Background: an optimization exercise with open tools, aiming at small area, a short achievable clock period and few clock cycles per item. Do not read the settings as production practice. In this exercise RTL edits were held to simulation tests only and were not proved equivalent to the original.

==> flow/design.v, too long to show whole: its modules and the start of the top module <==
// module sw_benc: 17 lines
// module sw_bmul: 59 lines
// module sward_mul16: 9 lines
// module sw_bmul_o: 205 lines
// module sward_layer_prod: 19 lines
// module sward_rnd255: 14 lines
// module sward_layer_ops: 34 lines
// module sward_dstep_b: 24 lines
// module sward_pixel_backend: 288 lines
module sward_pixel_backend (
    input  wire        clk,
    input  wire        rst,           
    input  wire        in_valid,
    output wire        in_ready,
    input  wire [3:0]  l_en,
    input  wire [63:0] l_lin,
    input  wire [63:0] l_alpha,
    input  wire [31:0] l_opacity,
    input  wire [11:0] l_blend,
    input  wire [15:0] stamp_t,
    input  wire [15:0] calword,
    input  wire [15:0] gov_g,
    input  wire [3:0]  frame,
    input  wire [1:0]  px_x,
    input  wire [1:0]  px_y,
    input  wire [1:0]  dither_mode,
    output wire        out_valid,
    input  wire        out_ready,
    output wire [7:0]  h_code,
    output wire [7:0]  l_code,
    output wire        clamp
);
  // ...
==> flow/flow/run.sh <==
#!/bin/bash
set -euo pipefail
bash standard.sh SETUP_SLACK_MARGIN=18.5 finish > make_finish.log 2>&1
==> flow/standard.sh <==
#!/bin/bash
# synth_recipe.tcl (not shown) runs the flow's synth.tcl, then flattens the netlist and writes it again
# the make line also repeats each setting of config.mk as NAME=value (left out here)
make -C /OpenROAD-flow-scripts/flow DESIGN_CONFIG=/design/flow/config.mk WORK_HOME=/design/flow/orfs CLKGATE_MAP_FILE= SYNTH_SCRIPT=/design/flow/synth_recipe.tcl "${@:-finish}"
==> flow/config.mk <==
export PLATFORM = sky130hd
export DESIGN_NAME = sward_pixel_backend
export DESIGN_NICKNAME = sward_pixel_backend
export VERILOG_FILES = /design/flow/design.v
export SDC_FILE = /design/flow/constraint.sdc
export NUM_CORES = 4
export LEC_CHECK = 0
export CAP_MARGIN = 20
export CORE_MARGIN = 2
export CORE_UTILIZATION = 60
export PLACE_DENSITY = 0.75
export SLEW_MARGIN = 20
==> flow/constraint.sdc <==
create_clock -name core_clock -period 25.0 [get_ports {clk}]
set_input_delay 5.0000 -clock core_clock [delete_from_list [all_inputs] [get_ports {clk}]]
set_output_delay 5.0000 -clock core_clock [all_outputs]
set_load 0.01 [all_outputs]
==> results.yml, run 1 <==
clocking:
  h-tree-depth: 4
  insertion_delay_ps: 890
timing:
  timing.final.hold_violations: 0
  finClkSkew_ps: 93.53
final_layout:
  multi_input_area_share_pct: 58.89
  signal_buffers: 415
  syn_to_final_growth_pct: 8.683
  final_cells: 17042
  clkCellAreaFrac_pct: 4.575
critical_path:
  cp-endpoint: "l_code[2]"
  r2r_end: "m3_2[15]$_SDFF_PN1_"
  cp.depth: 1
run:
  max_cap_viol_count: 0
floorplan:
  std_cell_rows: 176
  io_pins: 257
yosys:
  synth-seq-cells: 1961
  synth_cell_types: 96
grt:
  met1_usage_pct: 36.37
  grt_pass1_wl_mm: 539.8
detailed_routing:
  ant_nets: 0
run_status:
  status: "timing/DRC/antenna clean"
Testbench counts, summed over its fixed seeds: cycles 6,512, items 6,400.
==> module sward_pixel_backend, before the edit <==
module sward_pixel_backend (
    input  wire        clk,
    input  wire        rst,           
    input  wire        in_valid,
    output wire        in_ready,
    input  wire [3:0]  l_en,
    input  wire [63:0] l_lin,
    input  wire [63:0] l_alpha,
    input  wire [31:0] l_opacity,
    input  wire [11:0] l_blend,
    input  wire [15:0] stamp_t,
    input  wire [15:0] calword,
    input  wire [15:0] gov_g,
    input  wire [3:0]  frame,
    input  wire [1:0]  px_x,
    input  wire [1:0]  px_y,
    input  wire [1:0]  dither_mode,
    output wire        out_valid,
    input  wire        out_ready,
    output wire [7:0]  h_code,
    output wire [7:0]  l_code,
    output wire        clamp
);
    localparam NS  = 13;            
    localparam CAP = NS + 2;        
    localparam QD  = CAP - 1;       
    reg        rdy_r;
    reg  [4:0] cnt;
    reg        ov_r;
    wire       acc  = in_valid & rdy_r & ~rst;
    wire       take = ov_r & out_ready;
    wire [4:0] cnt_n = cnt + {4'd0, acc} - {4'd0, take};
    always @(posedge clk) begin
        if (rst) begin
            cnt   <= 5'd0;
            rdy_r <= 1'b1;
        end else begin
            cnt   <= cnt_n;
            rdy_r <= (cnt_n < CAP);
        end
    end
    assign in_ready = rdy_r;
    reg [NS-1:0] v;
    always @(posedge clk) begin
        if (rst) v <= {NS{1'b0}};
        else     v <= {v[NS-2:0], acc};
    end
    wire [59:0] oe_in, oeb_in;
    wire [3:0]  lt_in;
    genvar i;
    generate
        for (i = 0; i < 4; i = i + 1) begin : g_in
            sw_benc #(.BW(8)) u_oe (.m(l_opacity[8*i +: 8]), .e(oe_in[15*i +: 15]), .eb(oeb_in[15*i +: 15]));
            assign lt_in[i] = (l_lin[16*i +: 16] < l_alpha[16*i +: 16]);
        end
    endgenerate
    wire [3:0] k_in = frame + {px_y, 2'b00} + {2'b00, px_x};
    reg  [3:0] dseq;
    always @(*) begin
        case (k_in)
            4'd0:  dseq = 4'd0;   4'd1:  dseq = 4'd8;
            4'd2:  dseq = 4'd4;   4'd3:  dseq = 4'd12;
            4'd4:  dseq = 4'd2;   4'd5:  dseq = 4'd10;
            4'd6:  dseq = 4'd6;   4'd7:  dseq = 4'd14;
            4'd8:  dseq = 4'd1;   4'd9:  dseq = 4'd9;
            4'd10: dseq = 4'd5;   4'd11: dseq = 4'd13;
            4'd12: dseq = 4'd3;   4'd13: dseq = 4'd11;
            4'd14: dseq = 4'd7;   default: dseq = 4'd15;
        endcase
    end
    wire [3:0] thr_in = (dither_mode == 2'd0) ? dseq : (dither_mode == 2'd1) ? 4'd7 : 4'd15;
    wire       frc_in = (calword[3:0] > 4'd2);      
    wire       lz_in  = (calword[3:0] == 4'd0);     
    reg [3:0]  en0, lt0;
    reg [63:0] lin0, alp0;
    reg [59:0] oe0;
    reg [11:0] bop0;
    reg [15:0] t0, g0;
    reg [11:0] gn0;
    reg [5:0]  f0;
    always @(posedge clk) begin
        en0 <= l_en; lt0 <= lt_in; lin0 <= l_lin; alp0 <= l_alpha;
        oe0 <= oe_in; bop0 <= l_blend;
        t0 <= stamp_t; gn0 <= calword[15:4]; g0 <= gov_g;
        f0 <= {thr_in, lz_in, frc_in};
    end
    wire [24*4-1:0] ts1_n, ta1_n;
    generate
        for (i = 0; i < 4; i = i + 1) begin : g_prod
            sward_layer_prod #(.WITH_A(i != 0)) u_prod (
                .lin(lin0[16*i +: 16]), .alpha(alp0[16*i +: 16]), .lt(lt0[i]),
                .oe(oe0[15*i +: 15]), .oeb(~oe0[15*i +: 15]),
                .ts(ts1_n[24*i +: 24]), .ta(ta1_n[24*i +: 24]));
        end
    endgenerate
    reg [24*4-1:0] ts1, ta1;
    reg [3:0]      en1;
    reg [11:0]     bop1;
    always @(posedge clk) begin
        ts1 <= ts1_n; ta1 <= ta1_n; en1 <= en0; bop1 <= bop0;
    end
    reg [16*8-1:0]  tp;      
    reg [12*10-1:0] gnp;
    reg [16*11-1:0] gp;
    reg [6*12-1:0]  fp;
    always @(posedge clk) begin
        tp  <= {tp[16*7-1:0], t0};
        gnp <= {gnp[12*9-1:0], gn0};
        gp  <= {gp[16*10-1:0], g0};
        fp  <= {fp[6*11-1:0], f0};
    end
    wire [15:0] t_r7  = tp[16*6 +: 16];
    wire [11:0] gn_r9 = gnp[12*8 +: 12];
    wire [15:0] g_r10 = gp[16*9 +: 16];
    wire [5:0]  f_r12 = fp[6*11 +: 6];
    wire [15:0] m2_n [1:3];
    wire [15:0] x2_n [1:3];
    wire        cz2_n [1:3];
    wire [1:0]  sel2_n [1:3];
    generate
        for (i = 1; i < 4; i = i + 1) begin : g_ops
            sward_layer_ops u_ops (
                .ts(ts1[24*i +: 24]), .ta(ta1[24*i +: 24]), .en(en1[i]), .blend(bop1[3*i +: 3]),
                .m(m2_n[i]), .x(x2_n[i]), .cz(cz2_n[i]), .sel(sel2_n[i]));
        end
    endgenerate
    wire [15:0] xs0;
    wire [1:0]  k20;
    sward_rnd255 u_s0 (.t(ts1[23:0]), .xs(xs0), .k2(k20));
    wire [15:0] s0 = xs0 + {14'd0, k20};
    wire        z0 = !en1[0] || (bop1[2:0] == 3'd1) || (bop1[2:0] == 3'd3);
    wire [15:0] d1_n = z0 ? 16'd0 : s0;
    wire [26:0] d1e_n, d1eb_n;
    sw_benc #(.BW(16)) u_ed1 (.m(d1_n), .e(d1e_n), .eb(d1eb_n));
    reg [15:0] d2;                        
    reg [26:0] d1e2;
    reg [15:0] m1_2;
    reg [15:0] x1_2, m2_2, x2_2, m3_2, x3_2;
    reg        cz1_2, cz2_2, cz3_2;
    reg [1:0]  sel1_2, sel2_2, sel3_2;
    always @(posedge clk) begin
        d2 <= d1_n; d1e2 <= d1e_n;
        m1_2 <= m2_n[1];
        x1_2 <= x2_n[1]; cz1_2 <= cz2_n[1]; sel1_2 <= sel2_n[1];
        m2_2 <= m2_n[2]; x2_2 <= x2_n[2]; cz2_2 <= cz2_n[2]; sel2_2 <= sel2_n[2];
        m3_2 <= m2_n[3]; x3_2 <= x2_n[3]; cz3_2 <= cz2_n[3]; sel3_2 <= sel2_n[3];
    end
    wire [31:0] n1_n;
    sw_bmul #(.AW(16), .ND(9), .PW(32), .K(32'd32768)) u_a1 (
        .a(m1_2), .an(~m1_2), .e(d1e2), .eb(~d1e2), .p(n1_n));
    wire [26:0] m2e_n, m2eb_n;
    sw_benc #(.BW(16)) u_e2 (.m(m2_2), .e(m2e_n), .eb(m2eb_n));
    reg [31:0] n1_3;
    reg [15:0] d3, x1_3, x2_3, m3_3, x3_3;
    reg [26:0] m2e3;
    reg        cz1_3, cz2_3, cz3_3;
    reg [1:0]  sel1_3, sel2_3, sel3_3;
    always @(posedge clk) begin
        n1_3 <= n1_n; d3 <= d2; x1_3 <= x1_2; cz1_3 <= cz1_2; sel1_3 <= sel1_2;
        m2e3 <= m2e_n; x2_3 <= x2_2; cz2_3 <= cz2_2; sel2_3 <= sel2_2;
        m3_3 <= m3_2; x3_3 <= x3_2; cz3_3 <= cz3_2; sel3_3 <= sel3_2;
    end
    wire [15:0] d4_n;
    sward_dstep_b u_b1 (.n(n1_3), .d(d3), .x(x1_3), .cz(cz1_3), .sel(sel1_3), .d_out(d4_n));
    reg [15:0] d4, x2_4, m3_4, x3_4;
    reg [26:0] m2e4;
    reg        cz2_4, cz3_4;
    reg [1:0]  sel2_4, sel3_4;
    always @(posedge clk) begin
        d4 <= d4_n;
        m2e4 <= m2e3; x2_4 <= x2_3; cz2_4 <= cz2_3; sel2_4 <= sel2_3;
        m3_4 <= m3_3; x3_4 <= x3_3; cz3_4 <= cz3_3; sel3_4 <= sel3_3;
    end
    wire [31:0] n2_n;
    sw_bmul #(.AW(16), .ND(9), .PW(32), .K(32'd32768)) u_a2 (
        .a(d4), .an(~d4), .e(m2e4), .eb(~m2e4), .p(n2_n));
    wire [26:0] m3e_n, m3eb_n;
    sw_benc #(.BW(16)) u_e3 (.m(m3_4), .e(m3e_n), .eb(m3eb_n));
    reg [31:0] n2_5;
    reg [15:0] d5, x2_5, x3_5;
    reg [26:0] m3e5;
    reg        cz2_5, cz3_5;
    reg [1:0]  sel2_5, sel3_5;
    always @(posedge clk) begin
        n2_5 <= n2_n; d5 <= d4; x2_5 <= x2_4; cz2_5 <= cz2_4; sel2_5 <= sel2_4;
        m3e5 <= m3e_n; x3_5 <= x3_4; cz3_5 <= cz3_4; sel3_5 <= sel3_4;
    end
    wire [15:0] d6_n;
    sward_dstep_b u_b2 (.n(n2_5), .d(d5), .x(x2_5), .cz(cz2_5), .sel(sel2_5), .d_out(d6_n));
    reg [15:0] d6, x3_6;
    reg [26:0] m3e6;
    reg        cz3_6;
    reg [1:0]  sel3_6;
    always @(posedge clk) begin
        d6 <= d6_n;
        m3e6 <= m3e5; x3_6 <= x3_5; cz3_6 <= cz3_5; sel3_6 <= sel3_5;
    end
    wire [31:0] n3_n;
    sw_bmul #(.AW(16), .ND(9), .PW(32), .K(32'd32768)) u_a3 (
        .a(d6), .an(~d6), .e(m3e6), .eb(~m3e6), .p(n3_n));
    reg [31:0] n3_7;
    reg [15:0] d7, x3_7;
    reg        cz3_7;
    reg [1:0]  sel3_7;
    always @(posedge clk) begin
        n3_7 <= n3_n; d7 <= d6; x3_7 <= x3_6; cz3_7 <= cz3_6; sel3_7 <= sel3_6;
    end
    wire [15:0] d8_n;
    sward_dstep_b u_b3 (.n(n3_7), .d(d7), .x(x3_7), .cz(cz3_7), .sel(sel3_7), .d_out(d8_n));
    wire [26:0] te_n, teb_n;
    sw_benc #(.BW(16)) u_et (.m(t_r7), .e(te_n), .eb(teb_n));
    reg [15:0] d8;
    reg [26:0] te8;
    always @(posedge clk) begin
        d8 <= d8_n; te8 <= te_n;
    end
    wire [31:0] nw_n;
    sw_bmul #(.AW(16), .ND(9), .PW(32), .K(32'd32768)) u_aw (
        .a(d8), .an(~d8), .e(te8), .eb(~te8), .p(nw_n));
    reg [31:0] nw9;
    always @(posedge clk) nw9 <= nw_n;
    wire [15:0] hw  = nw9[31:16];
    wire        cyw = (nw9[15:0] > ~hw);
    wire [15:0] w_n = hw + {15'd0, cyw};
    wire [20:0] gne_n, gneb_n;
    sw_benc #(.BW(12)) u_eg (.m(gn_r9), .e(gne_n), .eb(gneb_n));
    reg [15:0] w10;
    reg [20:0] gne10;
    always @(posedge clk) begin
        w10 <= w_n; gne10 <= gne_n;
    end
    wire [27:0] pw;
    sw_bmul #(.AW(16), .ND(7), .PW(28), .K(28'd1024)) u_gain (
        .a(w10), .an(~w10), .e(gne10), .eb(~gne10), .p(pw));
    wire [26:0] ge_n, geb_n;
    sw_benc #(.BW(16)) u_eG (.m(g_r10), .e(ge_n), .eb(geb_n));
    reg [16:0] p11;
    reg [26:0] ge11;
    always @(posedge clk) begin
        p11 <= pw[27:11]; ge11 <= ge_n;
    end
    wire [32:0] pq;
    sw_bmul #(.AW(17), .ND(9), .PW(33), .K(33'd16384)) u_gov (
        .a(p11), .an(~p11), .e(ge11), .eb(~ge11), .p(pq));
    reg [17:0] q12;
    always @(posedge clk) q12 <= pq[32:15];
    wire        frc  = f_r12[0];
    wire        lz   = f_r12[1];
    wire [3:0]  thr  = f_r12[5:2];
    wire [17:0] lim  = lz ? 18'd65535 : 18'd69360;
    wire        over = (q12 > lim);
    wire [16:0] dval = over ? lim[16:0] : q12[16:0];
    wire [12:0] vv   = dval[16:4];
    wire [3:0]  ff   = dval[3:0];
    wire [7:0]  hh   = vv[12] ? 8'd255 : vv[11:4];
    wire        tt   = (ff > thr);
    wire [12:0] lf   = vv - {1'b0, hh, 4'b0000} + {12'd0, tt};
    wire [16:0] res  = frc ? 17'd0 : {hh, lf[7:0], over};
    wire        res_v = v[NS-1];
    reg [16:0]      head;
    reg [17*QD-1:0] qmem;
    reg [3:0]       rp, wp, qn;
    wire head_free = !ov_r || out_ready;
    wire q_empty   = (qn == 4'd0);
    wire q_pop     = head_free && !q_empty;
    wire q_push    = res_v && !(head_free && q_empty);
    wire [16:0] q_front = qmem[17*rp +: 17];
    always @(posedge clk) begin
        if (rst) begin
            ov_r <= 1'b0;
            rp <= 4'd0; wp <= 4'd0; qn <= 4'd0;
        end else begin
            if (head_free)
                ov_r <= !q_empty || res_v;
            if (q_pop)  rp <= (rp == QD - 1) ? 4'd0 : rp + 4'd1;
            if (q_push) wp <= (wp == QD - 1) ? 4'd0 : wp + 4'd1;
            qn <= qn + {3'd0, q_push} - {3'd0, q_pop};
        end
        if (head_free)
            head <= q_empty ? res : q_front;
        if (res_v)
            qmem[17*wp +: 17] <= res;
    end
    assign out_valid = ov_r;
    assign h_code    = head[16:9];
    assign l_code    = head[8:1];
    assign clamp     = head[0];
endmodule
==> run 2, diff against run 1 <==
--- a/flow/design.v
+++ b/flow/design.v
@@ -289,4 +289,360 @@
     assign p = r0 + r1;
 endmodule
+module sw_bmul_gx (
+    input  wire [15:0] a,
+    input  wire [20:0] e,
+    input  wire [11:0] x0,      
+    output wire [27:0] p
+);
+    wire pp0_0 = (((e[0] & a[0])) ^ e[2]);
+    wire pp0_1 = (((e[0] & a[1]) | (e[1] & a[0])) ^ e[2]);
+    wire pp0_2 = (((e[0] & a[2]) | (e[1] & a[1])) ^ e[2]);
+    wire pp0_3 = (((e[0] & a[3]) | (e[1] & a[2])) ^ e[2]);
+    wire pp0_4 = (((e[0] & a[4]) | (e[1] & a[3])) ^ e[2]);
+    wire pp0_5 = (((e[0] & a[5]) | (e[1] & a[4])) ^ e[2]);
+    wire pp0_6 = (((e[0] & a[6]) | (e[1] & a[5])) ^ e[2]);
+    wire pp0_7 = (((e[0] & a[7]) | (e[1] & a[6])) ^ e[2]);
+    wire pp0_8 = (((e[0] & a[8]) | (e[1] & a[7])) ^ e[2]);
+    wire pp0_9 = (((e[0] & a[9]) | (e[1] & a[8])) ^ e[2]);
+    wire pp0_10 = (((e[0] & a[10]) | (e[1] & a[9])) ^ e[2]);
+    wire pp0_11 = (((e[0] & a[11]) | (e[1] & a[10])) ^ e[2]);
+    wire pp0_12 = (((e[0] & a[12]) | (e[1] & a[11])) ^ e[2]);
+    wire pp0_13 = (((e[0] & a[13]) | (e[1] & a[12])) ^ e[2]);
+    wire pp0_14 = (((e[0] & a[14]) | (e[1] & a[13])) ^ e[2]);
+    wire pp0_15 = (((e[0] & a[15]) | (e[1] & a[14])) ^ e[2]);
+    wire pp0_16 = (((e[1] & a[15])) ^ e[2]);
+    wire pp1_0 = (((e[3] & a[0])) ^ e[5]);
+    wire pp1_1 = (((e[3] & a[1]) | (e[4] & a[0])) ^ e[5]);
+    wire pp1_2 = (((e[3] & a[2]) | (e[4] & a[1])) ^ e[5]);
+    wire pp1_3 = (((e[3] & a[3]) | (e[4] & a[2])) ^ e[5]);
+    wire pp1_4 = (((e[3] & a[4]) | (e[4] & a[3])) ^ e[5]);
+    wire pp1_5 = (((e[3] & a[5]) | (e[4] & a[4])) ^ e[5]);
+    wire pp1_6 = (((e[3] & a[6]) | (e[4] & a[5])) ^ e[5]);
+    wire pp1_7 = (((e[3] & a[7]) | (e[4] & a[6])) ^ e[5]);
+    wire pp1_8 = (((e[3] & a[8]) | (e[4] & a[7])) ^ e[5]);
+    wire pp1_9 = (((e[3] & a[9]) | (e[4] & a[8])) ^ e[5]);
+    wire pp1_10 = (((e[3] & a[10]) | (e[4] & a[9])) ^ e[5]);
+    wire pp1_11 = (((e[3] & a[11]) | (e[4] & a[10])) ^ e[5]);
+    wire pp1_12 = (((e[3] & a[12]) | (e[4] & a[11])) ^ e[5]);
+    wire pp1_13 = (((e[3] & a[13]) | (e[4] & a[12])) ^ e[5]);
+    wire pp1_14 = (((e[3] & a[14]) | (e[4] & a[13])) ^ e[5]);
+    wire pp1_15 = (((e[3] & a[15]) | (e[4] & a[14])) ^ e[5]);
+    wire pp1_16 = (((e[4] & a[15])) ^ e[5]);
+    wire pp2_0 = (((e[6] & a[0])) ^ e[8]);
+    wire pp2_1 = (((e[6] & a[1]) | (e[7] & a[0])) ^ e[8]);
+    wire pp2_2 = (((e[6] & a[2]) | (e[7] & a[1])) ^ e[8]);
+    wire pp2_3 = (((e[6] & a[3]) | (e[7] & a[2])) ^ e[8]);
+    wire pp2_4 = (((e[6] & a[4]) | (e[7] & a[3])) ^ e[8]);
+    wire pp2_5 = (((e[6] & a[5]) | (e[7] & a[4])) ^ e[8]);
+    wire pp2_6 = (((e[6] & a[6]) | (e[7] & a[5])) ^ e[8]);
+    wire pp2_7 = (((e[6] & a[7]) | (e[7] & a[6])) ^ e[8]);
+    wire pp2_8 = (((e[6] & a[8]) | (e[7] & a[7])) ^ e[8]);
+    wire pp2_9 = (((e[6] & a[9]) | (e[7] & a[8])) ^ e[8]);
+    wire pp2_10 = (((e[6] & a[10]) | (e[7] & a[9])) ^ e[8]);
+    wire pp2_11 = (((e[6] & a[11]) | (e[7] & a[10])) ^ e[8]);
+    wire pp2_12 = (((e[6] & a[12]) | (e[7] & a[11])) ^ e[8]);
+    wire pp2_13 = (((e[6] & a[13]) | (e[7] & a[12])) ^ e[8]);
+    wire pp2_14 = (((e[6] & a[14]) | (e[7] & a[13])) ^ e[8]);
+    wire pp2_15 = (((e[6] & a[15]) | (e[7] & a[14])) ^ e[8]);
+    wire pp2_16 = (((e[7] & a[15])) ^ e[8]);
+    wire pp3_0 = (((e[9] & a[0])) ^ e[11]);
+    wire pp3_1 = (((e[9] & a[1]) | (e[10] & a[0])) ^ e[11]);
+    wire pp3_2 = (((e[9] & a[2]) | (e[10] & a[1])) ^ e[11]);
+    wire pp3_3 = (((e[9] & a[3]) | (e[10] & a[2])) ^ e[11]);
+    wire pp3_4 = (((e[9] & a[4]) | (e[10] & a[3])) ^ e[11]);
+    wire pp3_5 = (((e[9] & a[5]) | (e[10] & a[4])) ^ e[11]);
+    wire pp3_6 = (((e[9] & a[6]) | (e[10] & a[5])) ^ e[11]);
+    wire pp3_7 = (((e[9] & a[7]) | (e[10] & a[6])) ^ e[11]);
+    wire pp3_8 = (((e[9] & a[8]) | (e[10] & a[7])) ^ e[11]);
+    wire pp3_9 = (((e[9] & a[9]) | (e[10] & a[8])) ^ e[11]);
+    wire pp3_10 = (((e[9] & a[10]) | (e[10] & a[9])) ^ e[11]);
+    wire pp3_11 = (((e[9] & a[11]) | (e[10] & a[10])) ^ e[11]);
+    wire pp3_12 = (((e[9] & a[12]) | (e[10] & a[11])) ^ e[11]);
+    wire pp3_13 = (((e[9] & a[13]) | (e[10] & a[12])) ^ e[11]);
+    wire pp3_14 = (((e[9] & a[14]) | (e[10] & a[13])) ^ e[11]);
+    wire pp3_15 = (((e[9] & a[15]) | (e[10] & a[14])) ^ e[11]);
+    wire pp3_16 = (((e[10] & a[15])) ^ e[11]);
+    wire pp4_0 = (((e[12] & a[0])) ^ e[14]);
+    wire pp4_1 = (((e[12] & a[1]) | (e[13] & a[0])) ^ e[14]);
+    wire pp4_2 = (((e[12] & a[2]) | (e[13] & a[1])) ^ e[14]);
+    wire pp4_3 = (((e[12] & a[3]) | (e[13] & a[2])) ^ e[14]);
+    wire pp4_4 = (((e[12] & a[4]) | (e[13] & a[3])) ^ e[14]);
+    wire pp4_5 = (((e[12] & a[5]) | (e[13] & a[4])) ^ e[14]);
+    wire pp4_6 = (((e[12] & a[6]) | (e[13] & a[5])) ^ e[14]);
+    wire pp4_7 = (((e[12] & a[7]) | (e[13] & a[6])) ^ e[14]);
+    wire pp4_8 = (((e[12] & a[8]) | (e[13] & a[7])) ^ e[14]);
+    wire pp4_9 = (((e[12] & a[9]) | (e[13] & a[8])) ^ e[14]);
+    wire pp4_10 = (((e[12] & a[10]) | (e[13] & a[9])) ^ e[14]);
+    wire pp4_11 = (((e[12] & a[11]) | (e[13] & a[10])) ^ e[14]);
+    wire pp4_12 = (((e[12] & a[12]) | (e[13] & a[11])) ^ e[14]);
+    wire pp4_13 = (((e[12] & a[13]) | (e[13] & a[12])) ^ e[14]);
+    wire pp4_14 = (((e[12] & a[14]) | (e[13] & a[13])) ^ e[14]);
+    wire pp4_15 = (((e[12] & a[15]) | (e[13] & a[14])) ^ e[14]);
+    wire pp4_16 = (((e[13] & a[15])) ^ e[14]);
+    wire pp5_0 = (((e[15] & a[0])) ^ e[17]);
+    wire pp5_1 = (((e[15] & a[1]) | (e[16] & a[0])) ^ e[17]);
+    wire pp5_2 = (((e[15] & a[2]) | (e[16] & a[1])) ^ e[17]);
+    wire pp5_3 = (((e[15] & a[3]) | (e[16] & a[2])) ^ e[17]);
+    wire pp5_4 = (((e[15] & a[4]) | (e[16] & a[3])) ^ e[17]);
+    wire pp5_5 = (((e[15] & a[5]) | (e[16] & a[4])) ^ e[17]);
+    wire pp5_6 = (((e[15] & a[6]) | (e[16] & a[5])) ^ e[17]);
+    wire pp5_7 = (((e[15] & a[7]) | (e[16] & a[6])) ^ e[17]);
+    wire pp5_8 = (((e[15] & a[8]) | (e[16] & a[7])) ^ e[17]);
+    wire pp5_9 = (((e[15] & a[9]) | (e[16] & a[8])) ^ e[17]);
+    wire pp5_10 = (((e[15] & a[10]) | (e[16] & a[9])) ^ e[17]);
+    wire pp5_11 = (((e[15] & a[11]) | (e[16] & a[10])) ^ e[17]);
+    wire pp5_12 = (((e[15] & a[12]) | (e[16] & a[11])) ^ e[17]);
+    wire pp5_13 = (((e[15] & a[13]) | (e[16] & a[12])) ^ e[17]);
+    wire pp5_14 = (((e[15] & a[14]) | (e[16] & a[13])) ^ e[17]);
+    wire pp5_15 = (((e[15] & a[15]) | (e[16] & a[14])) ^ e[17]);
+    wire pp5_16 = (((e[16] & a[15])) ^ e[17]);
+    wire pp6_0 = ((e[18] & a[0]));
+    wire pp6_1 = ((e[18] & a[1]));
+    wire pp6_2 = ((e[18] & a[2]));
+    wire pp6_3 = ((e[18] & a[3]));
+    wire pp6_4 = ((e[18] & a[4]));
+    wire pp6_5 = ((e[18] & a[5]));
+    wire pp6_6 = ((e[18] & a[6]));
+    wire pp6_7 = ((e[18] & a[7]));
+    wire pp6_8 = ((e[18] & a[8]));
+    wire pp6_9 = ((e[18] & a[9]));
+    wire pp6_10 = ((e[18] & a[10]));
+    wire pp6_11 = ((e[18] & a[11]));
+    wire pp6_12 = ((e[18] & a[12]));
+    wire pp6_13 = ((e[18] & a[13]));
+    wire pp6_14 = ((e[18] & a[14]));
+    wire pp6_15 = ((e[18] & a[15]));
+    wire s1 = pp0_8 ^ pp1_6;
+    wire c2 = pp0_8 & pp1_6;
+    wire s3 = pp0_9 ^ pp1_7;
+    wire c4 = pp0_9 & pp1_7;
+    wire s5 = pp0_10 ^ pp1_8 ^ pp2_6;
+    wire c6 = (pp0_10 & pp1_8) | (pp0_10 & pp2_6) | (pp1_8 & pp2_6);
+    wire s7 = pp3_4 ^ pp4_2 ^ pp5_0;
+    wire c8 = (pp3_4 & pp4_2) | (pp3_4 & pp5_0) | (pp4_2 & pp5_0);
+    wire s9 = pp0_11 ^ pp1_9 ^ pp2_7;
+    wire c10 = (pp0_11 & pp1_9) | (pp0_11 & pp2_7) | (pp1_9 & pp2_7);
+    wire s11 = pp3_5 ^ pp4_3;
+    wire c12 = pp3_5 & pp4_3;
+    wire s13 = pp0_12 ^ pp1_10 ^ pp2_8;
+    wire c14 = (pp0_12 & pp1_10) | (pp0_12 & pp2_8) | (pp1_10 & pp2_8);
+    wire s15 = pp3_6 ^ pp4_4;
+    wire c16 = pp3_6 & pp4_4;
+    wire s17 = pp0_13 ^ pp1_11 ^ pp2_9;
+    wire c18 = (pp0_13 & pp1_11) | (pp0_13 & pp2_9) | (pp1_11 & pp2_9);
+    wire s19 = pp3_7 ^ pp4_5;
+    wire c20 = pp3_7 & pp4_5;
+    wire s21 = pp0_14 ^ pp1_12 ^ pp2_10;
+    wire c22 = (pp0_14 & pp1_12) | (pp0_14 & pp2_10) | (pp1_12 & pp2_10);
+    wire s23 = pp3_8 ^ pp4_6;
+    wire c24 = pp3_8 & pp4_6;
+    wire s25 = pp0_15 ^ pp1_13 ^ pp2_11;
+    wire c26 = (pp0_15 & pp1_13) | (pp0_15 & pp2_11) | (pp1_13 & pp2_11);
+    wire s27 = pp3_9 ^ pp4_7;
+    wire c28 = pp3_9 & pp4_7;
+    wire s29 = pp0_16 ^ pp1_14 ^ pp2_12;
+    wire c30 = (pp0_16 & pp1_14) | (pp0_16 & pp2_12) | (pp1_14 & pp2_12);
+    wire s31 = pp3_10 ^ pp4_8;
+    wire c32 = pp3_10 & pp4_8;
+    wire s33 = e[2] ^ pp1_15 ^ pp2_13;
+    wire c34 = (e[2] & pp1_15) | (e[2] & pp2_13) | (pp1_15 & pp2_13);
+    wire s35 = pp3_11 ^ pp4_9;
+    wire c36 = pp3_11 & pp4_9;
+    wire s37 = e[2] ^ pp1_16 ^ pp2_14;
+    wire c38 = (e[2] & pp1_16) | (e[2] & pp2_14) | (pp1_16 & pp2_14);
+    wire s39 = pp3_12 ^ pp4_10;
+    wire c40 = pp3_12 & pp4_10;
+    wire s41 = ~e[2] ^ ~e[5] ^ pp2_15;
+    wire c42 = (~e[2] & ~e[5]) | (~e[2] & pp2_15) | (~e[5] & pp2_15);
+    wire s43 = pp3_13 ^ pp4_11;
+    wire c44 = pp3_13 & pp4_11;
+    wire s45 = pp2_16 ^ pp3_14 ^ pp4_12;
+    wire c46 = (pp2_16 & pp3_14) | (pp2_16 & pp4_12) | (pp3_14 & pp4_12);
+    wire s47 = pp0_4 ^ pp1_2;
+    wire c48 = pp0_4 & pp1_2;
+    wire s49 = pp0_5 ^ pp1_3;
+    wire c50 = pp0_5 & pp1_3;
+    wire s51 = pp0_6 ^ pp1_4 ^ pp2_2;
+    wire c52 = (pp0_6 & pp1_4) | (pp0_6 & pp2_2) | (pp1_4 & pp2_2);
+    wire s53 = pp3_0 ^ e[11];
+    wire c54 = pp3_0 & e[11];
+    wire s55 = pp0_7 ^ pp1_5 ^ pp2_3;
+    wire c56 = (pp0_7 & pp1_5) | (pp0_7 & pp2_3) | (pp1_5 & pp2_3);
+    wire s57 = pp3_1 ^ x0[7];
+    wire c58 = pp3_1 & x0[7];
+    wire s59 = s1 ^ pp2_4 ^ pp3_2;
+    wire c60 = (s1 & pp2_4) | (s1 & pp3_2) | (pp2_4 & pp3_2);
+    wire s61 = pp4_0 ^ e[14] ^ x0[8];
+    wire c62 = (pp4_0 & e[14]) | (pp4_0 & x0[8]) | (e[14] & x0[8]);
+    wire s63 = c2 ^ s3 ^ pp2_5;
+    wire c64 = (c2 & s3) | (c2 & pp2_5) | (s3 & pp2_5);
+    wire s65 = pp3_3 ^ pp4_1 ^ x0[9];
+    wire c66 = (pp3_3 & pp4_1) | (pp3_3 & x0[9]) | (pp4_1 & x0[9]);
+    wire s67 = c4 ^ s5 ^ s7;
+    wire c68 = (c4 & s5) | (c4 & s7) | (s5 & s7);
+    wire s69 = e[17] ^ x0[10] ^ 1'b1;
+    wire c70 = (e[17] & x0[10]) | (e[17] & 1'b1) | (x0[10] & 1'b1);
+    wire s71 = c6 ^ c8 ^ s9;
+    wire c72 = (c6 & c8) | (c6 & s9) | (c8 & s9);
+    wire s73 = s11 ^ pp5_1 ^ x0[11];
+    wire c74 = (s11 & pp5_1) | (s11 & x0[11]) | (pp5_1 & x0[11]);
+    wire s75 = c10 ^ c12 ^ s13;
+    wire c76 = (c10 & c12) | (c10 & s13) | (c12 & s13);
+    wire s77 = s15 ^ pp5_2 ^ pp6_0;
+    wire c78 = (s15 & pp5_2) | (s15 & pp6_0) | (pp5_2 & pp6_0);
+    wire s79 = c14 ^ c16 ^ s17;
+    wire c80 = (c14 & c16) | (c14 & s17) | (c16 & s17);
+    wire s81 = s19 ^ pp5_3 ^ pp6_1;
+    wire c82 = (s19 & pp5_3) | (s19 & pp6_1) | (pp5_3 & pp6_1);
+    wire s83 = c18 ^ c20 ^ s21;
+    wire c84 = (c18 & c20) | (c18 & s21) | (c20 & s21);
+    wire s85 = s23 ^ pp5_4 ^ pp6_2;
+    wire c86 = (s23 & pp5_4) | (s23 & pp6_2) | (pp5_4 & pp6_2);
+    wire s87 = c22 ^ c24 ^ s25;
+    wire c88 = (c22 & c24) | (c22 & s25) | (c24 & s25);
+    wire s89 = s27 ^ pp5_5 ^ pp6_3;
+    wire c90 = (s27 & pp5_5) | (s27 & pp6_3) | (pp5_5 & pp6_3);
+    wire s91 = c26 ^ c28 ^ s29;
+    wire c92 = (c26 & c28) | (c26 & s29) | (c28 & s29);
+    wire s93 = s31 ^ pp5_6 ^ pp6_4;
+    wire c94 = (s31 & pp5_6) | (s31 & pp6_4) | (pp5_6 & pp6_4);
+    wire s95 = c30 ^ c32 ^ s33;
+    wire c96 = (c30 & c32) | (c30 & s33) | (c32 & s33);
+    wire s97 = s35 ^ pp5_7 ^ pp6_5;
+    wire c98 = (s35 & pp5_7) | (s35 & pp6_5) | (pp5_7 & pp6_5);
+    wire s99 = c34 ^ c36 ^ s37;
+    wire c100 = (c34 & c36) | (c34 & s37) | (c36 & s37);
+    wire s101 = s39 ^ pp5_8 ^ pp6_6;
+    wire c102 = (s39 & pp5_8) | (s39 & pp6_6) | (pp5_8 & pp6_6);
+    wire s103 = c38 ^ c40 ^ s41;
+    wire c104 = (c38 & c40) | (c38 & s41) | (c40 & s41);
+    wire s105 = s43 ^ pp5_9 ^ pp6_7;
+    wire c106 = (s43 & pp5_9) | (s43 & pp6_7) | (pp5_9 & pp6_7);
+    wire s107 = c42 ^ c44 ^ s45;
+    wire c108 = (c42 & c44) | (c42 & s45) | (c44 & s45);
+    wire s109 = pp5_10 ^ pp6_8 ^ 1'b1;
+    wire c110 = (pp5_10 & pp6_8) | (pp5_10 & 1'b1) | (pp6_8 & 1'b1);
+    wire s111 = c46 ^ ~e[8] ^ pp3_15;
+    wire c112 = (c46 & ~e[8]) | (c46 & pp3_15) | (~e[8] & pp3_15);
+    wire s113 = pp4_13 ^ pp5_11 ^ pp6_9;
+    wire c114 = (pp4_13 & pp5_11) | (pp4_13 & pp6_9) | (pp5_11 & pp6_9);
+    wire s115 = pp3_16 ^ pp4_14 ^ pp5_12;
+    wire c116 = (pp3_16 & pp4_14) | (pp3_16 & pp5_12) | (pp4_14 & pp5_12);
+    wire s117 = pp6_10 ^ 1'b1;
+    wire c118 = pp6_10 & 1'b1;
+    wire s119 = ~e[11] ^ pp4_15 ^ pp5_13;
+    wire c120 = (~e[11] & pp4_15) | (~e[11] & pp5_13) | (pp4_15 & pp5_13);
+    wire s121 = pp4_16 ^ pp5_14;
+    wire c122 = pp4_16 & pp5_14;
+    wire s123 = pp0_2 ^ pp1_0;
+    wire c124 = pp0_2 & pp1_0;
+    wire s125 = pp0_3 ^ pp1_1;
+    wire c126 = pp0_3 & pp1_1;
+    wire s127 = s47 ^ pp2_0 ^ e[8];
+    wire c128 = (s47 & pp2_0) | (s47 & e[8]) | (pp2_0 & e[8]);
+    wire s129 = c48 ^ s49 ^ pp2_1;
+    wire c130 = (c48 & s49) | (c48 & pp2_1) | (s49 & pp2_1);
+    wire s131 = c50 ^ s51 ^ s53;
+    wire c132 = (c50 & s51) | (c50 & s53) | (s51 & s53);
+    wire s133 = c52 ^ c54 ^ s55;
+    wire c134 = (c52 & c54) | (c52 & s55) | (c54 & s55);
+    wire s135 = c56 ^ c58 ^ s59;
+    wire c136 = (c56 & c58) | (c56 & s59) | (c58 & s59);
+    wire s137 = c60 ^ c62 ^ s63;
+    wire c138 = (c60 & c62) | (c60 & s63) | (c62 & s63);
+    wire s139 = c64 ^ c66 ^ s67;
+    wire c140 = (c64 & c66) | (c64 & s67) | (c66 & s67);
+    wire s141 = c68 ^ c70 ^ s71;
+    wire c142 = (c68 & c70) | (c68 & s71) | (c70 & s71);
+    wire s143 = c72 ^ c74 ^ s75;
+    wire c144 = (c72 & c74) | (c72 & s75) | (c74 & s75);
+    wire s145 = c76 ^ c78 ^ s79;
+    wire c146 = (c76 & c78) | (c76 & s79) | (c78 & s79);
+    wire s147 = c80 ^ c82 ^ s83;
+    wire c148 = (c80 & c82) | (c80 & s83) | (c82 & s83);
+    wire s149 = c84 ^ c86 ^ s87;
+    wire c150 = (c84 & c86) | (c84 & s87) | (c86 & s87);
+    wire s151 = c88 ^ c90 ^ s91;
+    wire c152 = (c88 & c90) | (c88 & s91) | (c90 & s91);
+    wire s153 = c92 ^ c94 ^ s95;
+    wire c154 = (c92 & c94) | (c92 & s95) | (c94 & s95);
+    wire s155 = c96 ^ c98 ^ s99;
+    wire c156 = (c96 & c98) | (c96 & s99) | (c98 & s99);
+    wire s157 = c100 ^ c102 ^ s103;
+    wire c158 = (c100 & c102) | (c100 & s103) | (c102 & s103);
+    wire s159 = c104 ^ c106 ^ s107;
+    wire c160 = (c104 & c106) | (c104 & s107) | (c106 & s107);
+    wire s161 = c108 ^ c110 ^ s111;
+    wire c162 = (c108 & c110) | (c108 & s111) | (c110 & s111);
+    wire s163 = c112 ^ c114 ^ s115;
+    wire c164 = (c112 & c114) | (c112 & s115) | (c114 & s115);
+    wire s165 = c116 ^ c118 ^ s119;
+    wire c166 = (c116 & c118) | (c116 & s119) | (c118 & s119);
+    wire s167 = c120 ^ s121 ^ pp6_12;
+    wire c168 = (c120 & s121) | (c120 & pp6_12) | (s121 & pp6_12);
+    wire s169 = c122 ^ ~e[14] ^ pp5_15;
+    wire c170 = (c122 & ~e[14]) | (c122 & pp5_15) | (~e[14] & pp5_15);
+    wire s171 = pp5_16 ^ pp6_14;
+    wire c172 = pp5_16 & pp6_14;
+    wire s173 = pp0_0 ^ e[2];
+    wire c174 = pp0_0 & e[2];
+    wire s175 = pp0_1 ^ x0[1];
+    wire c176 = pp0_1 & x0[1];
+    wire s177 = s123 ^ e[5] ^ x0[2];
+    wire c178 = (s123 & e[5]) | (s123 & x0[2]) | (e[5] & x0[2]);
+    wire s179 = c124 ^ s125 ^ x0[3];
+    wire c180 = (c124 & s125) | (c124 & x0[3]) | (s125 & x0[3]);
+    wire s181 = c126 ^ s127 ^ x0[4];
+    wire c182 = (c126 & s127) | (c126 & x0[4]) | (s127 & x0[4]);
+    wire s183 = c128 ^ s129 ^ x0[5];
+    wire c184 = (c128 & s129) | (c128 & x0[5]) | (s129 & x0[5]);
+    wire s185 = c130 ^ s131 ^ x0[6];
+    wire c186 = (c130 & s131) | (c130 & x0[6]) | (s131 & x0[6]);
+    wire s187 = c132 ^ s133 ^ s57;
+    wire c188 = (c132 & s133) | (c132 & s57) | (s133 & s57);
+    wire s189 = c134 ^ s135 ^ s61;
+    wire c190 = (c134 & s135) | (c134 & s61) | (s135 & s61);
+    wire s191 = c136 ^ s137 ^ s65;
+    wire c192 = (c136 & s137) | (c136 & s65) | (s137 & s65);
+    wire s193 = c138 ^ s139 ^ s69;
+    wire c194 = (c138 & s139) | (c138 & s69) | (s139 & s69);
+    wire s195 = c140 ^ s141 ^ s73;
+    wire c196 = (c140 & s141) | (c140 & s73) | (s141 & s73);
+    wire s197 = c142 ^ s143 ^ s77;
+    wire c198 = (c142 & s143) | (c142 & s77) | (s143 & s77);
+    wire s199 = c144 ^ s145 ^ s81;
+    wire c200 = (c144 & s145) | (c144 & s81) | (s145 & s81);
+    wire s201 = c146 ^ s147 ^ s85;
+    wire c202 = (c146 & s147) | (c146 & s85) | (s147 & s85);
+    wire s203 = c148 ^ s149 ^ s89;
+    wire c204 = (c148 & s149) | (c148 & s89) | (s149 & s89);
+    wire s205 = c150 ^ s151 ^ s93;
+    wire c206 = (c150 & s151) | (c150 & s93) | (s151 & s93);
+    wire s207 = c152 ^ s153 ^ s97;
+    wire c208 = (c152 & s153) | (c152 & s97) | (s153 & s97);
+    wire s209 = c154 ^ s155 ^ s101;
+    wire c210 = (c154 & s155) | (c154 & s101) | (s155 & s101);
+    wire s211 = c156 ^ s157 ^ s105;
+    wire c212 = (c156 & s157) | (c156 & s105) | (s157 & s105);
+    wire s213 = c158 ^ s159 ^ s109;
+    wire c214 = (c158 & s159) | (c158 & s109) | (s159 & s109);
+    wire s215 = c160 ^ s161 ^ s113;
+    wire c216 = (c160 & s161) | (c160 & s113) | (s161 & s113);
+    wire s217 = c162 ^ s163 ^ s117;
+    wire c218 = (c162 & s163) | (c162 & s117) | (s163 & s117);
+    wire s219 = c164 ^ s165 ^ pp6_11;
+    wire c220 = (c164 & s165) | (c164 & pp6_11) | (s165 & pp6_11);
+    wire s221 = c166 ^ s167 ^ 1'b1;
+    wire c222 = (c166 & s167) | (c166 & 1'b1) | (s167 & 1'b1);
+    wire s223 = c168 ^ s169 ^ pp6_13;
+    wire c224 = (c168 & s169) | (c168 & pp6_13) | (s169 & pp6_13);
+    wire s225 = c170 ^ s171 ^ 1'b1;
+    wire c226 = (c170 & s171) | (c170 & 1'b1) | (s171 & 1'b1);
+    wire s227 = c172 ^ ~e[17] ^ pp6_15;
+    wire c228 = (c172 & ~e[17]) | (c172 & pp6_15) | (~e[17] & pp6_15);
+    wire [27:0] r0 = {c226, c224, c222, c220, c218, c216, c214, c212, c210, c208, c206, c204, c202, c200, c198, c196, c194, c192, c190, c188, c186, c184, c182, c180, c178, c176, c174, s173};
+    wire [27:0] r1 = {s227, s225, s223, s221, s219, s217, s215, s213, s211, s209, s207, s205, s203, s201, s199, s197, s195, s193, s191, s189, s187, s185, s183, s181, s179, s177, s175, x0[0]};
+    assign p = r0 + r1;
+endmodule
 module sward_layer_prod #(parameter WITH_A = 1) (
     input  wire [15:0] lin,
@@ -403,5 +759,5 @@
     output wire        clamp
 );
-    localparam NS  = 13;            
+    localparam NS  = 12;            
     localparam CAP = NS + 2;        
     localparam QD  = CAP - 1;       
@@ -411,5 +767,8 @@
     wire       acc  = in_valid & rdy_r & ~rst;
     wire       take = ov_r & out_ready;
-    wire [4:0] cnt_n = cnt + {4'd0, acc} - {4'd0, take};
+    wire [4:0] cnt_p = cnt + 5'd1;
+    wire [4:0] cnt_m = cnt - 5'd1;
+    wire       up    = acc & ~take;
+    wire       dn    = take & ~acc;
     always @(posedge clk) begin
         if (rst) begin
@@ -417,6 +776,6 @@
             rdy_r <= 1'b1;
         end else begin
-            cnt   <= cnt_n;
-            rdy_r <= (cnt_n < CAP);
+            cnt   <= up ? cnt_p : dn ? cnt_m : cnt;
+            rdy_r <= up ? (cnt_p < CAP) : dn ? (cnt_m < CAP) : (cnt < CAP);
         end
     end
@@ -481,18 +840,19 @@
         ts1 <= ts1_n; ta1 <= ta1_n; en1 <= en0; bop1 <= bop0;
     end
-    reg [16*8-1:0]  tp;      
-    reg [12*10-1:0] gnp;
-    reg [16*11-1:0] gp;
-    reg [6*12-1:0]  fp;
-    always @(posedge clk) begin
-        tp  <= {tp[16*7-1:0], t0};
-        gnp <= {gnp[12*9-1:0], gn0};
-        gp  <= {gp[16*10-1:0], g0};
-        fp  <= {fp[6*11-1:0], f0};
+    reg [16*7-1:0]  tp;      
+    reg [12*9-1:0]  gnp;
+    reg [16*9-1:0]  gp;
+    reg [6*11-1:0]  fp;
+    always @(posedge clk) begin
+        tp  <= {tp[16*6-1:0], t0};
+        gnp <= {gnp[12*8-1:0], gn0};
+        gp  <= {gp[16*8-1:0], g0};
+        fp  <= {fp[6*10-1:0], f0};
     end
     wire [15:0] t_r7  = tp[16*6 +: 16];
+    wire [11:0] gn_r8 = gnp[12*7 +: 12];
     wire [11:0] gn_r9 = gnp[12*8 +: 12];
-    wire [15:0] g_r10 = gp[16*9 +: 16];
-    wire [5:0]  f_r12 = fp[6*11 +: 6];
+    wire [15:0] g_r9  = gp[16*8 +: 16];
+    wire [5:0]  f_r11 = fp[6*10 +: 6];
     wire [15:0] m2_n [1:3];
     wire [15:0] x2_n [1:3];
@@ -599,37 +959,33 @@
     sw_bmul #(.AW(16), .ND(9), .PW(32), .K(32'd32768)) u_aw (
         .a(d8), .an(~d8), .e(te8), .eb(~te8), .p(nw_n));
-    reg [31:0] nw9;
-    always @(posedge clk) nw9 <= nw_n;
-    wire [15:0] hw  = nw9[31:16];
-    wire        cyw = (nw9[15:0] > ~hw);
-    wire [15:0] w_n = hw + {15'd0, cyw};
     wire [20:0] gne_n, gneb_n;
-    sw_benc #(.BW(12)) u_eg (.m(gn_r9), .e(gne_n), .eb(gneb_n));
-    reg [15:0] w10;
-    reg [20:0] gne10;
+    sw_benc #(.BW(12)) u_eg (.m(gn_r8), .e(gne_n), .eb(gneb_n));
+    reg [31:0] nw9;
+    reg [20:0] gne9;
     always @(posedge clk) begin
-        w10 <= w_n; gne10 <= gne_n;
+        nw9 <= nw_n; gne9 <= gne_n;
     end
+    wire [15:0] hw  = nw9[31:16];
+    wire        cyw = (nw9[15:0] > ~hw);
     wire [27:0] pw;
-    sw_bmul #(.AW(16), .ND(7), .PW(28), .K(28'd1024)) u_gain (
-        .a(w10), .an(~w10), .e(gne10), .eb(~gne10), .p(pw));
+    sw_bmul_gx u_gain (.a(hw), .e(gne9), .x0(cyw ? gn_r9 : 12'd0), .p(pw));
     wire [26:0] ge_n, geb_n;
-    sw_benc #(.BW(16)) u_eG (.m(g_r10), .e(ge_n), .eb(geb_n));
-    reg [16:0] p11;
-    reg [26:0] ge11;
+    sw_benc #(.BW(16)) u_eG (.m(g_r9), .e(ge_n), .eb(geb_n));
+    reg [16:0] p10;
+    reg [26:0] ge10;
     always @(posedge clk) begin
-        p11 <= pw[27:11]; ge11 <= ge_n;
+        p10 <= pw[27:11]; ge10 <= ge_n;
     end
     wire [32:0] pq;
     sw_bmul #(.AW(17), .ND(9), .PW(33), .K(33'd16384)) u_gov (
-        .a(p11), .an(~p11), .e(ge11), .eb(~ge11), .p(pq));
-    reg [17:0] q12;
-    always @(posedge clk) q12 <= pq[32:15];
-    wire        frc  = f_r12[0];
-    wire        lz   = f_r12[1];
-    wire [3:0]  thr  = f_r12[5:2];
+        .a(p10), .an(~p10), .e(ge10), .eb(~ge10), .p(pq));
+    reg [17:0] q11;
+    always @(posedge clk) q11 <= pq[32:15];
+    wire        frc  = f_r11[0];
+    wire        lz   = f_r11[1];
+    wire [3:0]  thr  = f_r11[5:2];
     wire [17:0] lim  = lz ? 18'd65535 : 18'd69360;
-    wire        over = (q12 > lim);
-    wire [16:0] dval = over ? lim[16:0] : q12[16:0];
+    wire        over = (q11 > lim);
+    wire [16:0] dval = over ? lim[16:0] : q11[16:0];
     wire [12:0] vv   = dval[16:4];
     wire [3:0]  ff   = dval[3:0];
==> run 2 against run 1 <==
Net effect:
- still clean on timing, DRC and antenna
- final area shrank 1.2%
- hold slack got worse by 1.5 ps
- register-to-register slack improved by 20 ps
- global-route usage grew 0.25 points
- clock skew is 14 ps lower
- critical path depth up 31
==> results.yml, run 2 <==
clocking:
  clock-sinks: 1902
  cts_tree: "done"
  cts_buffers: 194
  insertion_delay_ps: 880
  ctsHoldBuffers: 0
  clkTransAtPathRegs_ps: 60
  h-tree-depth: 4
  root_buffer: "clkbuf_16"
  cts_buffer_depth: 3
timing:
  rsz0062_at_grt: "yes"
  maxSlewViolCount: 0
  relSlewSlack_pct: 24.51
  period_share_pct: 25.74
  timing.hold.ws_ps: 266.7
  finalCriticalPeriod_ps: 6435
  max_freq_mhz: 155.4
  finClkSkew_ps: 79.83
  setup_viol: 0
  timing.final.hold_violations: 0
  tightest_slew_ps: 1130
  finalSetupTns_ps: 0
yosys:
  yosys_warnings: 5
  synth-async-reset-ratio_pct: 0
  synth_top_area_share_pct: 24.47
  syn_area_um2: 136200
  synth_nets: 16355
  yosysMostFrequentCell: "dfxtp_1"
  synth_area_leaders: "dfxtp_1 24%, fa_1 15%, ha_1 11%, xnor2_1 9.5%, a22oi_1 6.2%"
  ys_seq_area_share_pct: 29.72
  synthTopCellsByCount: "1664 x dfxtp_1, 1474 x xnor2_1, 1334 x inv_1"
  synth_top_area_cell: "dfxtp_1"
  synthCells: 13864
  synthFlopType: "dfxtp_1"
  synth_cell_types: 104
  synth-seq-cells: 1902
  synth_edf_count: 238
  synth.avg_cell_area_um2: 9.821
run:
  max_cap_viol_count: 0
placed_design:
  port_buffers: 255
  gp_congestion: 0.9239
  hpwlAfterDp_mm: 240.7
final_layout:
  largest_register_ffs: 221
  reg_top3: "qmem: 221 flops, gp: 144 flops, tp: 112 flops"
  drive_gt1_share_pct: 7.189
  final_common_cell: "dfxtp_1"
  largest-register: "qmem"
  syn_to_final_growth_pct: 8.839
  layout_common_cells: "1569 x dfxtp_1, 1470 x xnor2_1, 1310 x inv_1"
  nets: 16149
detailed_routing:
  dr.max_layer_used: "met5"
  wl_met3_mm: 23.89
  via_per_inst: 5.986
  drtIter0Drc: 8669
  drt_pre_antenna_iters: 7
  wl_met1_mm: 136.4
  detail_route.wl_per_cell_um: 19.63
  wl_met2_mm: 156.9
  dr_total_vias: 100697
  ant_nets: 0
  drc: 0
  wl_mm: 330.3
critical_path:
  crit_path_start: "ts1[33]$_DFF_P_"
  reg2reg_from: "ts1[33]$_DFF_P_"
  path_max_fanout: 4
  critPathKind: "flip-flop to flip-flop"
  cpPeakStageDelay_ps: 530
  startpoint_type: "flip-flop"
  critPathArrivalTime_ps: 7110
  worstPathRequired_ps: 25670
  critPathBufInv: 5
  critPathSlowestCell: "fa_2"
  path_common_cell: "a21oi_2"
  path_delay_family: "compound AO/OA/AOI/OAI gates"
  endpoint_kind: "flip-flop"
grt:
  antenna_found_initial: 10
  grt_pass1_vias: 102135
  grt_max_degree: 79
  grtUsageTotal_pct: 28.07
  grt-ovfl-total: 0
  grt_pass1_wl_mm: 531.5
floorplan:
  std_cell_rows: 174
  core_area_um2: 225100
  dieWidth_um: 480.4
  die_y_um: 480.4
  die-area_um2: 230800
  io_pins: 257
  start_util_pct: 60.48
hold_path:
  hp-start: "en0[0]$_DFF_P_"
  holdCritPathClass: "flip-flop to flip-flop"
run_status:
  status: "timing/DRC/antenna clean"
==> run 2: changes by cell type after synthesis, moves of 29 or more <==
cell / previous run / this run
a21oi_1: 539 / 573
clkbuf_1: 753 / 719
dfxtp_1: 1706 / 1664
inv_1: 1390 / 1334
nand2_1: 783 / 746
nor2_1: 451 / 480
o21ai_0: 623 / 543
==> run 2: cell families (layout without fill, tap and decap cells) <==
kind of cell    count (synthesis)  after routing  synth area share [%]
compound gates               3113           3113                 15.38
simple gates                 2275           2275                 8.132
fa+ha+maj                    2253           2253                 26.23
buf+inv                      2188           2151                 6.063
xor+xnor                     1936           1936                 12.46
flops                        1902           1902                 29.72
mux                           197            197                 2.011
other cells                     0              3                     0
==> run 2: final timing paths <==
path                       to  slack, ps  cells past startpoint
min reg2reg    en1[0]$_DFF_P_        270                      0
min            en1[0]$_DFF_P_        270                      0
max          x1_2[15]$_DFF_P_      18570                     32
max reg2reg  x1_2[15]$_DFF_P_      18570                     32
==> run 2: stage by stage <==
step	setup WS, ps	utilization (%)	area, um^2	std cells
after floorplan	18190	-	136300	13864
after global placement	17400	62.23	140100	16370
after detailed placement	17270	62.23	140100	16370
after CTS	18460	65.44	147300	16779
after global routing	18220	65.83	148200	16820
final	18570	65.83	148200	16822
==> run 2: final cells by class <==
class	count	area [um^2]
Fill cell	17750	76920
Timing Repair Buffer	422	3729
Tap cell	2992	3744
Clock buffer	253	5341
Multi-Input combinational cell	9774	88190
Sequential cell	1902	40640
Clock inverter	112	1360
Inverter	1364	5182
Antenna cell	3	7.507
==> run 2: layer usage <==
metal	up-vias	GRT usage, %
met3	817	4.116
met4	6	11.20
met1	48928	36.50
li1	46689	-
met2	4257	47.02
met5	-	0
==> run 2: what timing repair did <==
action	CTS	global route
gates resized for setup	191	199
pin swaps	43	112
buffers inserted	44	39
endpoints found under the setup margin	111	85
endpoints found under the hold margin	0	0
Testbench counts of run 2, summed over its fixed seeds: cycles 6,504, items 6,400.
==> run 3, diff against run 2 <==
--- a/flow/design.v
+++ b/flow/design.v
@@ -890,18 +890,17 @@
     sw_bmul #(.AW(16), .ND(9), .PW(32), .K(32'd32768)) u_a1 (
         .a(m1_2), .an(~m1_2), .e(d1e2), .eb(~d1e2), .p(n1_n));
-    wire [26:0] m2e_n, m2eb_n;
-    sw_benc #(.BW(16)) u_e2 (.m(m2_2), .e(m2e_n), .eb(m2eb_n));
     reg [31:0] n1_3;
-    reg [15:0] d3, x1_3, x2_3, m3_3, x3_3;
-    reg [26:0] m2e3;
+    reg [15:0] d3, x1_3, m2_3, x2_3, m3_3, x3_3;
     reg        cz1_3, cz2_3, cz3_3;
     reg [1:0]  sel1_3, sel2_3, sel3_3;
     always @(posedge clk) begin
         n1_3 <= n1_n; d3 <= d2; x1_3 <= x1_2; cz1_3 <= cz1_2; sel1_3 <= sel1_2;
-        m2e3 <= m2e_n; x2_3 <= x2_2; cz2_3 <= cz2_2; sel2_3 <= sel2_2;
+        m2_3 <= m2_2; x2_3 <= x2_2; cz2_3 <= cz2_2; sel2_3 <= sel2_2;
         m3_3 <= m3_2; x3_3 <= x3_2; cz3_3 <= cz3_2; sel3_3 <= sel3_2;
     end
     wire [15:0] d4_n;
     sward_dstep_b u_b1 (.n(n1_3), .d(d3), .x(x1_3), .cz(cz1_3), .sel(sel1_3), .d_out(d4_n));
+    wire [26:0] m2e_n, m2eb_n;
+    sw_benc #(.BW(16)) u_e2 (.m(m2_3), .e(m2e_n), .eb(m2eb_n));
     reg [15:0] d4, x2_4, m3_4, x3_4;
     reg [26:0] m2e4;
@@ -910,5 +909,5 @@
     always @(posedge clk) begin
         d4 <= d4_n;
-        m2e4 <= m2e3; x2_4 <= x2_3; cz2_4 <= cz2_3; sel2_4 <= sel2_3;
+        m2e4 <= m2e_n; x2_4 <= x2_3; cz2_4 <= cz2_3; sel2_4 <= sel2_3;
         m3_4 <= m3_3; x3_4 <= x3_3; cz3_4 <= cz3_3; sel3_4 <= sel3_3;
     end
@@ -916,18 +915,18 @@
     sw_bmul #(.AW(16), .ND(9), .PW(32), .K(32'd32768)) u_a2 (
         .a(d4), .an(~d4), .e(m2e4), .eb(~m2e4), .p(n2_n));
-    wire [26:0] m3e_n, m3eb_n;
-    sw_benc #(.BW(16)) u_e3 (.m(m3_4), .e(m3e_n), .eb(m3eb_n));
     reg [31:0] n2_5;
     reg [15:0] d5, x2_5, x3_5;
-    reg [26:0] m3e5;
+    reg [15:0] m3_5;
     reg        cz2_5, cz3_5;
     reg [1:0]  sel2_5, sel3_5;
     always @(posedge clk) begin
         n2_5 <= n2_n; d5 <= d4; x2_5 <= x2_4; cz2_5 <= cz2_4; sel2_5 <= sel2_4;
-        m3e5 <= m3e_n; x3_5 <= x3_4; cz3_5 <= cz3_4; sel3_5 <= sel3_4;
+        m3_5 <= m3_4; x3_5 <= x3_4; cz3_5 <= cz3_4; sel3_5 <= sel3_4;
     end
     wire [15:0] d6_n;
     sward_dstep_b u_b2 (.n(n2_5), .d(d5), .x(x2_5), .cz(cz2_5), .sel(sel2_5), .d_out(d6_n));
     reg [15:0] d6, x3_6;
+    wire [26:0] m3e_n, m3eb_n;
+    sw_benc #(.BW(16)) u_e3 (.m(m3_5), .e(m3e_n), .eb(m3eb_n));
     reg [26:0] m3e6;
     reg        cz3_6;
@@ -935,5 +934,5 @@
     always @(posedge clk) begin
         d6 <= d6_n;
-        m3e6 <= m3e5; x3_6 <= x3_5; cz3_6 <= cz3_5; sel3_6 <= sel3_5;
+        m3e6 <= m3e_n; x3_6 <= x3_5; cz3_6 <= cz3_5; sel3_6 <= sel3_5;
     end
     wire [31:0] n3_n;
--- a/flow/config.mk
+++ b/flow/config.mk
@@ -8,5 +8,5 @@
 export CAP_MARGIN = 20
 export CORE_MARGIN = 2
-export CORE_UTILIZATION = 60
-export PLACE_DENSITY = 0.75
+export CORE_UTILIZATION = 68
+export PLACE_DENSITY = 0.8
 export SLEW_MARGIN = 20
==> run 3 against run 2 <==
Net effect:
- still clean on timing, DRC and antenna
- die area down 12%
- sequential share of layout area decreased by 0.18 points
- critical path type unchanged
==> results.yml, run 3 <==
clocking:
  clock-sinks: 1884
  cts_tree: "done"
  clkTransAtPathRegs_ps: 60
  root_buffer: "clkbuf_16"
  h-tree-depth: 4
  insertion_delay_ps: 880
  ctsHoldBuffers: 0
  cts_buffer_depth: 3
  cts_buffers: 182
critical_path:
  worstPathRequired_ps: 25700
  r2r_slack_ps: 18360
  critPathKind: "flip-flop to flip-flop"
  critPathArrivalTime_ps: 7340
  path_max_fanout: 2
  cpPeakStageDelay_ps: 530
  startpoint_type: "flip-flop"
  crit_path_start: "ta1[56]$_DFF_P_"
  path_common_cell: "inv_2"
  critPathBufInv: 5
  critPathSlowestCell: "fa_2"
  path_delay_family: "compound AO/OA/AOI/OAI gates"
  endpoint_kind: "flip-flop"
  reg2reg_from: "ta1[56]$_DFF_P_"
yosys:
  syn_area_um2: 136100
  synthFlopType: "dfxtp_1"
  synth_top_area_cell: "dfxtp_1"
  yosys.area_share.simple_pct: 7.686
  synth_top_family_by_area: "adder cells"
  synth_nets: 16255
  synth_compound_area_share_pct: 15.85
  synth-async-reset-ratio_pct: 0
  synth_area_leaders: "dfxtp_1 24%, fa_1 15%, ha_1 11%, xnor2_1 9.2%, a22oi_1 6.2%"
  synthTopCellsByCount: "1646 x dfxtp_1, 1433 x xnor2_1, 1379 x inv_1"
  synthMuxAreaShare_pct: 2.161
  synthCells: 13764
  synth.avg_cell_area_um2: 9.892
  synth-seq-cells: 1884
  ys_seq_area_share_pct: 29.45
  yosysMostFrequentCell: "dfxtp_1"
  yosys_warnings: 5
  synthXorXnorAreaFrac_pct: 12.40
  synth_edf_count: 238
  synth_fa_ha_area_share_pct: 26.24
  synth_cell_types: 98
  synth_top_area_share_pct: 24.20
grt:
  grt_pass1_wl_mm: 537.4
  grt-ovfl-total: 0
  antenna_found_initial: 12
  grt_max_degree: 83
  grtUsageTotal_pct: 32.17
  grt_pass1_vias: 102837
timing:
  finClkSkew_ps: 66.26
  relSlewSlack_pct: 18.98
  finalSetupTns_ps: 0
  timing.final.hold_violations: 0
  setup_viol: 0
  max_freq_mhz: 150.6
  period_share_pct: 26.56
  finalCriticalPeriod_ps: 6640
  rsz0062_at_grt: "yes"
  maxSlewViolCount: 0
  tightest_slew_ps: 1215
detailed_routing:
  drc: 0
  drtIter0Drc: 9741
  detail_route.wl_per_cell_um: 20.51
  wl_mm: 335.5
  ant_nets: 0
  drt_pre_antenna_iters: 8
  via_per_inst: 6.175
  dr_total_vias: 101020
floorplan:
  dieWidth_um: 451.5
  io_pins: 257
  start_util_pct: 68.26
  die_y_um: 451.5
  die-area_um2: 203800
  std_cell_rows: 164
  core_area_um2: 199500
final_layout:
  nets: 16035
  largest-register: "qmem"
  syn_to_final_growth_pct: 8.609
  reg_top3: "qmem: 221 flops, gp: 144 flops, tp: 112 flops"
  layout_common_cells: "1522 x dfxtp_1, 1425 x xnor2_1, 1354 x inv_1"
  largest_register_ffs: 221
  drive_gt1_share_pct: 7.840
  final_common_cell: "dfxtp_1"
hold_path:
  holdCritPathClass: "flip-flop to flip-flop"
  hp-start: "f0[4]$_SDFF_PN1_"
run:
  max_cap_viol_count: 0
placed_design:
  gp_congestion: 0.9434
  hpwlAfterDp_mm: 242.3
  port_buffers: 255
run_status:
  status: "timing/DRC/antenna clean"
==> run 3: cell count changes after synthesis, sizes merged, moves of 33 or more <==
cell,change
nand2,-142
a22o,+110
inv,+43
o21ai,-183
o31ai,+33
xnor2,-43
==> run 3: metrics by stage <==
| step | setup WS (ps) | instances | area (um^2) | util (%) | hold WS [ps] |
|---|---|---|---|---|---|
| floorplan | 18300 | 13764 | 136300 | - | 309.6 |
| global placement | 17360 | 15918 | 139700 | 70.04 | 309.6 |
| detailed placement | 17240 | 15918 | 139700 | 70.04 | 312.1 |
| CTS | 18420 | 16308 | 146800 | 73.60 | 275.1 |
| global route | 18040 | 16356 | 147900 | 74.13 | 278.7 |
| finish | 18360 | 16359 | 147900 | 74.14 | 285.2 |
==> run 3: final timing paths <==
path                                            end  cells past startpoint
worst max register to register  m2_2[15]$_SDFF_PN1_                     34
worst min register to register        fp[4]$_DFF_P_                      0
worst min-delay path                  fp[4]$_DFF_P_                      0
worst max-delay path            m2_2[15]$_SDFF_PN1_                     34
==> run 3: worst reg2reg max path: cells and delay by family, from the launching register on <==
kind                     cells  cell delay (ps)
AO/OA/AOI/OAI               17             2870
adder cells (fa/ha/maj)      8             2430
XOR/XNOR                     2              390
flip-flops                   1              350
AND/OR/NAND/NOR              2              240
buffers and inverters        5              220
==> run 3: logic make-up after synthesis <==
kind of cell               after synthesis
AOI/OAI and AO/OA                     3107
xor gates and xnor gates              1924
adders and majority gates             2253
buffers and inverters                 2248
muxes                                  216
DFF                                   1884
and+or+nand+nor                       2132
==> run 3: repair_timing <==
item | 4_1_cts | 5_1_grt
setup buffers | 51 | 46
cloned | 0 | 0
pin swaps | 73 | 150
setup endpoints to repair | 102 | 83
resized for setup | 188 | 240
==> run 3: final cells by class <==
| class | count | area [um^2] |
|---|---|---|
| Antenna cell | 4 | 10.01 |
| Clock buffer | 232 | 5066 |
| Clock inverter | 107 | 1456 |
| Fill cell | 13939 | 51580 |
| Inverter | 1411 | 5383 |
| Multi-Input combinational cell | 9632 | 88530 |
| Sequential cell | 1884 | 40280 |
| Tap cell | 2656 | 3323 |
| Timing Repair Buffer | 433 | 3817 |
==> run 3: per-layer routing <==
metal  vias up  routed length (um)  GRT usage [%]
li1      46494                   -              -
met5         -                  40              0
met2      4550              161300          54.13
met1     49168              135100          41.71
met4         6               12810          12.38
met3       802               26310          5.141
Testbench counts of run 3, summed over its fixed seeds: cycles 6,504, items 6,400.

[port drivers added, routing unchanged]
In the flow no input, the clock included, has a driving cell. The finished layouts below were timed again as built, in two steps. Step 1: set_driving_cell puts a clkbuf_16 on clk and a buf_2 on each other input, an assumption about the parent block. Step 2 adds t to the input delays and takes it off the output delays; t is the mean of the earliest and latest rising clock arrival at the registers after step 1. Input paths then give back, and output paths get back, about the clock's delay inside the block. Three values: ideal ports, drivers, drivers and shift; two values: the first two.
run | t, ns | setup WS [ns] | worst setup path at the end | worst data-port slew with drivers (ns) | cell pins on the clock port's net
run 1 | 0.937 | 18.518 / 18.423 / 17.761 | input to register | 0.10 | 1
run 2 | 0.928 | 18.565 / 18.492 / 17.724 | input to register | 0.08 | 1
run 3 | 0.951 | 18.360 / 18.360 / 17.648 | input to register | 0.09 | 1
After both steps setup and hold are still met in every run listed. For run 2, which loses most, drivers alone change the setup slack by -0.073 ns; drivers and shift together by -0.841 ns.
